From an optimization exercise on the open Yosys and OpenROAD flow, aimed at small area; shortcuts taken in it are not production practice. The RTL was checked by simulation tests, not by an equivalence proof against the original design. Power is estimated from default activity; no workload was simulated.

## run A
// lane_cur
module lane_cur (
    input                    clk,
    input                    rst,
    input                    start,
    input                    run,
    input                    three,
    input                    svm,
    input                    inv_a,
    input                    inv_b,
    input             [11:0] code_a,
    input             [11:0] code_b,
    input             [11:0] offs_a,
    input             [11:0] offs_b,
    input  signed     [17:0] iref_a,
    input  signed     [17:0] iref_b,
    input             [15:0] kpc,
    input             [15:0] kic,
    input             [14:0] vlim,
    input             [16:0] period,
    input             [11:0] minon,
    input             [11:0] minoff,
    output                   done,
    output signed     [15:0] v_a,
    output signed     [15:0] v_b,
    output signed     [15:0] v_c,
    output            [16:0] w_a,
    output            [16:0] w_b,
    output            [16:0] w_c
);
    reg  [5:0] cyc;
    wire       act  = start | (cyc != 6'd0);
    wire       kph  = act & (cyc[5:4] == 2'b00);           
    wire       icl  = (cyc == 6'd16);                      
    wire       pph  = (cyc >= 6'd17) & (cyc <= 6'd32);     
    wire       c0   = (cyc == 6'd0);
    wire       p0   = (cyc == 6'd17);
    wire       vcl  = (cyc == 6'd33);
    wire       w0   = (cyc == 6'd34);
  ...
For scale: roughly 2600 cells after synthesis, roughly 190 flip-flops, about 280 I/O pins, about 0.018 mm² of cells after synthesis.
clock: 12.0 ns
lec_check: 0
abc_area: 1
cap_margin: 20
core_margin: 2
core_utilization: 40
slew_margin: 20
standard.sh (not shown) runs the stock make flow with config.mk's settings and CLKGATE_MAP_FILE= SYNTH_SCRIPT=/design/flow/synth_recipe.tcl, a recipe that flattens the netlist after the stock synthesis.
==> flow/flow/run.sh <==
#!/bin/bash
# The standard layout flow, with the port buffers made from the smallest
# buffer cell instead of the one buffer_ports picks by default.
export BUFFER_PORTS_ARGS="-buffer_cell sky130_fd_sc_hd__buf_1"
bash standard.sh > standard.log 2>&1
Run A: full flow OK, the timing, design-rule and antenna checks passed
> inputs changed (run A -> run B)
- an added GPL_TIMING_DRIVEN of 0
- a deleted ABC_AREA that had been 1
### Flow results
Summary of run B over run A: design area was more or less identical, maximum fanout encountered on the critical timing path has decreased.
Compared with run A, in run B worst slack at placement -1.16 ns, via count -9.1%.
Wire length went up slightly going from run A to run B.
The inputs of run C differ from those of run B as listed below.
- CORE_UTILIZATION now 65, was 40
- PLACE_DENSITY now 0.75, previously not set
- GPL_TIMING_DRIVEN no longer set, was 0
## What came out
- Run C completed; timing, DRC and antenna clean
- Note that the final instance count without filler cells recorded for run C amounts to 0.891 times the value seen in run B.
- Sequential power: higher on run C
- Run C — utilization 27 points higher, run B as reference
- Compared with run B, run C shows non-clock buffer count lower by about 24%.
- Per the comparison of run C with run B, arrival time at the worst endpoint saw a decrease; sequential share of cell area has increased; net switching power down 0.13 mW; clock period minus final worst setup slack lost 0.042 ns.

* * *

== main ==
Starting RTL as in the previous note.
Design lane_cur, start of the top module:
module lane_cur (
    input                    clk,
    input                    rst,
    input                    start,
    input                    run,
    input                    three,
    input                    svm,
    input                    inv_a,
    input                    inv_b,
    input             [11:0] code_a,
    input             [11:0] code_b,
    input             [11:0] offs_a,
    input             [11:0] offs_b,
    input  signed     [17:0] iref_a,
    input  signed     [17:0] iref_b,
    input             [15:0] kpc,
    input             [15:0] kic,
    input             [14:0] vlim,
    input             [16:0] period,
    input             [11:0] minon,
    input             [11:0] minoff,
    output                   done,
    output signed     [15:0] v_a,
    output signed     [15:0] v_b,
    output signed     [15:0] v_c,
    output            [16:0] w_a,
    output            [16:0] w_b,
    output            [16:0] w_c
);
Settings: LEC_CHECK=0, CAP_MARGIN=20, CORE_MARGIN=2, CORE_UTILIZATION=40, CTS_BUF_LIST=sky130_fd_sc_hd__clkbuf_8 sky130_fd_sc_hd__clkbuf_16, CTS_CLUSTER_SIZE=12, SLEW_MARGIN=20; clock period 12.0 ns.
Scripts as last shown in full above: flow/flow/run.sh
--- input diff main..the feature branch ---
Settings: removing CTS_BUF_LIST (formerly sky130_fd_sc_hd__clkbuf_8 sky130_fd_sc_hd__clkbuf_16); removing CTS_CLUSTER_SIZE (formerly 12).
==> comparison <==
Across the feature branch and main, the outcome is the same: a clean finish for every run.
Changes observed in the feature branch relative to main: clock skew neither gained nor lost much; share of the clock period used by the worst path essentially unchanged; number of maximum-capacitance constraint violations level.

-- afterwards: timing with drivers on the ports --
No port has a modelled driver above. Below, the same layouts with a new extraction and two added sets of constraints.
Step 1 (the two cells are an assumption about what drives the block):
set clk [get_ports {clk}]
set_driving_cell -lib_cell sky130_fd_sc_hd__clkbuf_16 $clk
set_driving_cell -lib_cell sky130_fd_sc_hd__buf_2 [delete_from_list [all_inputs] $clk]
Step 2 times the ports against the registers' clock, not the clock port: input delays grow and output delays shrink by t, the midpoint of the rising clock arrivals with the driver on.
Three values: ideal ports, drivers, drivers and shift; two values: the first two.
run | t, ns | setup WS [ns] | cell pins on the clock port's net
run A | 0.520 | 0.355 / 0.333 / 0.023 | 1
run B | 0.545 | 0.257 / 0.236 / -0.140 | 1
run C | 0.495 | 0.299 / 0.276 / -0.136 | 1
main | 0.508 | 0.296 / 0.275 / -0.108 | 1
the feature branch | 0.508 | 0.297 / 0.276 / -0.107 | 1
Met with ideal ports but missed after step 2: setup timing in run B, run C, main and the feature branch. For run C, which loses most, drivers alone change the setup slack by -0.023 ns; drivers and shift together by -0.435 ns.
